Context: an optimization exercise on an open-source flow, tuned for small area. The choices shown serve that exercise and are no tape-out recipe.
Only simulation tests tie the RTL to the original design; equivalence was not proved.
Power is estimated from default activity; no workload was simulated.

Setup of the previous run:
==> module cic5_group, before the edit <==
module cic5_group #(
    parameter LANES = 4
) (
    input  wire                clk,
    input  wire                rst,         
    input  wire [8:0]          cfg_r,       
    input  wire                bit_valid,
    input  wire [LANES-1:0]    bit_in,
    output reg                 out_valid,
    output wire [32*LANES-1:0] out_data,
    output reg  [LANES-1:0]    out_ovr
);
    reg  [2:0] ph;
    reg        fresh;
    wire       ph0 = (ph == 3'd0);
    wire       ph6 = (ph == 3'd6);
    always @(posedge clk) begin
        if (rst) begin
            ph    <= 3'd0;
            fresh <= 1'b1;
        end else begin
            ph <= ph6 ? 3'd0 : ph + 3'd1;
            if (ph6) fresh <= 1'b0;
        end
    end
    wire       bv   = bit_valid & ~rst;
    reg  [8:0] phase;
    wire [8:0] pinc = phase + 9'd1;
    wire       dec  = (pinc == cfg_r);
    reg                 pv, pdec, act, cact;
    reg  [LANES-1:0]    pb, xb;
    always @(posedge clk) begin
        if (rst) begin
            phase <= 9'd0;
            pv    <= 1'b0;
            act   <= 1'b0;
            cact  <= 1'b0;
        end else begin
            if (bv) phase <= dec ? 9'd0 : pinc;
            if (ph6) begin
                act  <= pv | bv;
                cact <= bv ? dec : (pv & pdec);
                xb   <= bv ? bit_in : pb;
                pv   <= 1'b0;
            end else if (bv) begin
                pv   <= 1'b1;
                pdec <= dec;
            end
        end
        if (bv) pb <= bit_in;
    end
    reg  [5:0]  sc;
    always @(posedge clk)
        sc <= rst ? 6'd0 : (cact & ph6) ? 6'd1 : sc + 6'd1;
    reg         ini, wrap;
    reg  [40:0] dval;
    wire [41:0] rem0;
    wire        ini_clr  = ini & ~wrap & (sc[3:0] < 4'd7);
    wire        ini_step = ini & ~wrap & (sc[3:0] >= 4'd7);
    wire        ini_bit  = cfg_r[~sc[3:0]];
    wire        ini_cp   = ini & (sc[3:0] == 4'd0) & (wrap | (sc[5:4] != 2'd0));
    always @(posedge clk) begin
        if (rst) begin
            ini  <= 1'b1;
            wrap <= 1'b0;
            dval <= {32'd0, cfg_r};
        end else begin
            if (ini && sc == 6'd63) wrap <= 1'b1;
            if (ini_cp) begin
                dval <= rem0[40:0];
                if (wrap) ini <= 1'b0;
            end
        end
    end
    reg  [4:0] thr;
    integer k;
    always @(*) begin
        thr = 5'd0;
        for (k = 0; k < 21; k = k + 1)
            if (cfg_r >= (25 * k) / 2 + 1) thr = k + 1;
    end
    reg  [10*LANES-1:0] cnt;        
    reg  [1:0]          sl;
    wire                wact  = act & ~ph[2];
    wire                clr   = fresh & ~ph[2];       
    wire [4:0]          co    = cnt[4:0] & {5{~clr}};
    wire [4:0]          cz    = cnt[9:5] & {5{~clr}};
    wire                cb    = xb[sl];
    wire [4:0]          co_n  = co + {4'd0, cb & (co != thr)};
    wire [4:0]          cz_n  = cz + {4'd0, ~cb & (cz != thr)};
    wire [9:0]          slot  = ~wact ? {cz, co} : (cact ? 10'd0 : {cz_n, co_n});
    always @(posedge clk) begin
        cnt <= {slot, cnt[10*LANES-1:10]};
        if (wact && cact) out_ovr[sl] <= (co_n != thr) | (cz_n != thr);
        sl <= rst ? 2'd0 : sl + 2'd1;
    end
    wire [LANES-1:0] busy;
    reg              pend;
    always @(posedge clk) begin
        if (rst) begin
            pend      <= 1'b0;
            out_valid <= 1'b0;
        end else begin
            out_valid <= 1'b0;
            if (cact && ph6)
                pend <= 1'b1;
            else if (pend && busy == {LANES{1'b0}}) begin
                pend      <= 1'b0;
                out_valid <= 1'b1;
            end
        end
    end
    genvar i;
    generate
        for (i = 0; i < LANES; i = i + 1) begin : g_lane
            wire [41:0] rem;
            cic5_lane #(.INI(i == 0)) u_lane (
                .clk      (clk),
                .rst      (rst),
                .ph0      (ph0),
                .fresh    (fresh),
                .act      (act),
                .cact     (cact),
                .xb       (xb[i]),
                .dval     (dval),
                .ini_clr  (i == 0 ? ini_clr  : 1'b0),
                .ini_step (i == 0 ? ini_step : 1'b0),
                .ini_bit  (ini_bit),
                .sc       (sc),
                .busy     (busy[i]),
                .rem      (rem),
                .result   (out_data[32*i +: 32])
            );
        end
    endgenerate
    assign rem0 = g_lane[0].rem;
endmodule
export LEC_CHECK = 0
export CAP_MARGIN = 20
export CORE_MARGIN = 2
export CORE_UTILIZATION = 40
export CTS_CLUSTER_DIAMETER = 120
export CTS_CLUSTER_SIZE = 25
export PLACE_DENSITY = 0.6
export SLEW_MARGIN = 20
export BUFFER_PORTS_ARGS = -buffer_cell sky130_fd_sc_hd__buf_1
export CTS_ARGS = -sink_clustering_enable -repair_clock_nets -sink_clustering_size 25 -sink_clustering_max_diameter 120 -dont_use_dummy_load
create_clock -name core_clock -period 15.0 [get_ports {clk}]
standard.sh (not shown) runs the stock make flow with config.mk's settings and CLKGATE_MAP_FILE= SYNTH_SCRIPT=/design/flow/synth_recipe.tcl, a recipe that flattens the netlist after the stock synthesis.
==> flow/flow/run.sh <==
#!/bin/bash
# Layout flow: the standard flow (standard.sh, all steps), with two
# changes to how the layout is made:
#  - the input and output port buffers use the smallest buffer cell
#    (sky130_fd_sc_hd__buf_1) instead of the default delay buffer;
#  - clock tree synthesis inserts no dummy loads and clusters up to 25
#    flip-flops within 120 um per leaf buffer.
# The make output goes to standard.log; ORFS keeps each step's full log
# under orfs/logs/.
set -euo pipefail
cat >> config.mk <<'EOC'
export BUFFER_PORTS_ARGS = -buffer_cell sky130_fd_sc_hd__buf_1
export CTS_ARGS = -sink_clustering_enable -repair_clock_nets -sink_clustering_size 25 -sink_clustering_max_diameter 120 -dont_use_dummy_load
EOC
bash standard.sh > standard.log 2>&1
## Diff of input files: the current run against the previous run
-- flow/design.v --
<<< the previous run, line 213
        if (bv) pb <= bit_in;
    end
    reg  [5:0]  sc;
    always @(posedge clk)
        sc <= rst ? 6'd0 : (cact & ph6) ? 6'd1 : sc + 6'd1;
    reg         ini, wrap;
    reg  [40:0] dval;
    wire [41:0] rem0;
    wire        ini_clr  = ini & ~wrap & (sc[3:0] < 4'd7);
    wire        ini_step = ini & ~wrap & (sc[3:0] >= 4'd7);
    wire        ini_bit  = cfg_r[~sc[3:0]];
    wire        ini_cp   = ini & (sc[3:0] == 4'd0) & (wrap | (sc[5:4] != 2'd0));
    always @(posedge clk) begin
        if (rst) begin
            ini  <= 1'b1;
            wrap <= 1'b0;
            dval <= {32'd0, cfg_r};
        end else begin
            if (ini && sc == 6'd63) wrap <= 1'b1;
            if (ini_cp) begin
                dval <= rem0[40:0];
                if (wrap) ini <= 1'b0;
            end
        end
    end
>>> the current run, line 213
        if (bv) pb <= bit_in;
    end
    reg  [6:0]  ic;
    reg  [40:0] dval;
    wire [41:0] rem0;
    wire        ini_clr  = ~ic[6] & (ic[3:0] < 4'd7);
    wire        ini_step = ~ic[6] & (ic[3:0] >= 4'd7);
    wire        ini_bit  = cfg_r[~ic[3:0]];
    always @(posedge clk) begin
        if (rst) begin
            ic   <= 7'd0;
            dval <= {32'd0, cfg_r};
        end else begin
            if (ic != 7'd65) ic <= ic + 7'd1;
            if (ic[3:0] == 4'd0 && ic != 7'd0 && ic != 7'd65)
                dval <= rem0[40:0];
        end
    end
<<< the previous run, line 245
    reg  [10*LANES-1:0] cnt;        
    reg  [1:0]          sl;
    wire                wact  = act & ~ph[2];
    wire                clr   = fresh & ~ph[2];       
    wire [4:0]          co    = cnt[4:0] & {5{~clr}};
    wire [4:0]          cz    = cnt[9:5] & {5{~clr}};
    wire                cb    = xb[sl];
    wire [4:0]          co_n  = co + {4'd0, cb & (co != thr)};
    wire [4:0]          cz_n  = cz + {4'd0, ~cb & (cz != thr)};
    wire [9:0]          slot  = ~wact ? {cz, co} : (cact ? 10'd0 : {cz_n, co_n});
    always @(posedge clk) begin
        cnt <= {slot, cnt[10*LANES-1:10]};
        if (wact && cact) out_ovr[sl] <= (co_n != thr) | (cz_n != thr);
        sl <= rst ? 2'd0 : sl + 2'd1;
    end
    wire [LANES-1:0] busy;
    reg              pend;
>>> the current run, line 238
    reg  [10*LANES-1:0] cnt;        
    reg  [1:0]          sl;
    reg  [2:0]          win;
    reg                 wdec;
    wire                wact  = (win != 3'd0);
    wire                clr   = fresh & ~ph[2];       
    wire [4:0]          co    = cnt[4:0] & {5{~clr}};
    wire [4:0]          cz    = cnt[9:5] & {5{~clr}};
    wire                cb    = pb[sl];
    wire [4:0]          co_n  = co + {4'd0, cb & (co != thr)};
    wire [4:0]          cz_n  = cz + {4'd0, ~cb & (cz != thr)};
    wire [9:0]          slot  = ~wact ? {cz, co} : (wdec ? 10'd0 : {cz_n, co_n});
    always @(posedge clk) begin
        cnt <= {slot, cnt[10*LANES-1:10]};
        if (wact && wdec) out_ovr[sl] <= (co_n != thr) | (cz_n != thr);
        if (rst) begin
            sl  <= 2'd0;
            win <= 3'd0;
        end else begin
            sl <= sl + 2'd1;
            if (bv) begin
                win  <= 3'd4;
                wdec <= dec;
            end else if (wact)
                win <= win - 3'd1;
        end
    end
    reg  [5:0]       sc;
    always @(posedge clk) sc <= (cact & ph6) ? 6'd1 : sc + 6'd1;
    wire [LANES-1:0] busy;
    reg              pend;
## What came out
- Delta (the current run minus the previous run): first-pass GRT wire length rose by 1.3%, total power of the final layout rose by 1.6%.
- The current run ends up with a count of distinct cell types in the synthesized netlist that is 12 lower than in the previous run.
- The previous run → the current run: final count of hold timing violations was more or less identical, relative area of clock buffers and inverters in the final design was more or less identical, total non-filler cell area in the finished layout went up by 0.64%.
- Changes observed in the current run relative to the previous run: worst hold slack higher; utilization of the core after routing roughly the same; detailed-placement wirelength estimate higher.
- Comparing core region area for the previous run and the current run, the smaller number came from the previous run.
- Delta (the current run minus the previous run): non-clock buffer share of cell area roughly the same; area after synthesis higher; final instance count without filler cells higher; number of nets in the final layout higher.

-- static timing again, ports no longer ideal --
No port has a modelled driver above. Below, the same layouts with a new extraction and two added sets of constraints. Step 1 assumes that a clkbuf_16 drives the clock port and a buf_2 every other input. Step 2 also shifts input and output timing later by t, the mid clock arrival at the registers, as if the neighbouring blocks saw the same clock. Slacks: ideal ports / drivers / drivers and shift; pairs: ideal ports / drivers.
run	shift t [ns]	setup WS [ns]	latest minus earliest clock arrival (ns)	worst data-port slew with drivers (ns)	pins driven straight from the clock port
the previous run	0.751	0.766 / 0.766 / 0.766	0.094 / 0.094	0.05	1
the current run	0.758	0.958 / 0.958 / 0.958	0.078 / 0.079	0.04	1
After both steps setup and hold are still met in every run listed.
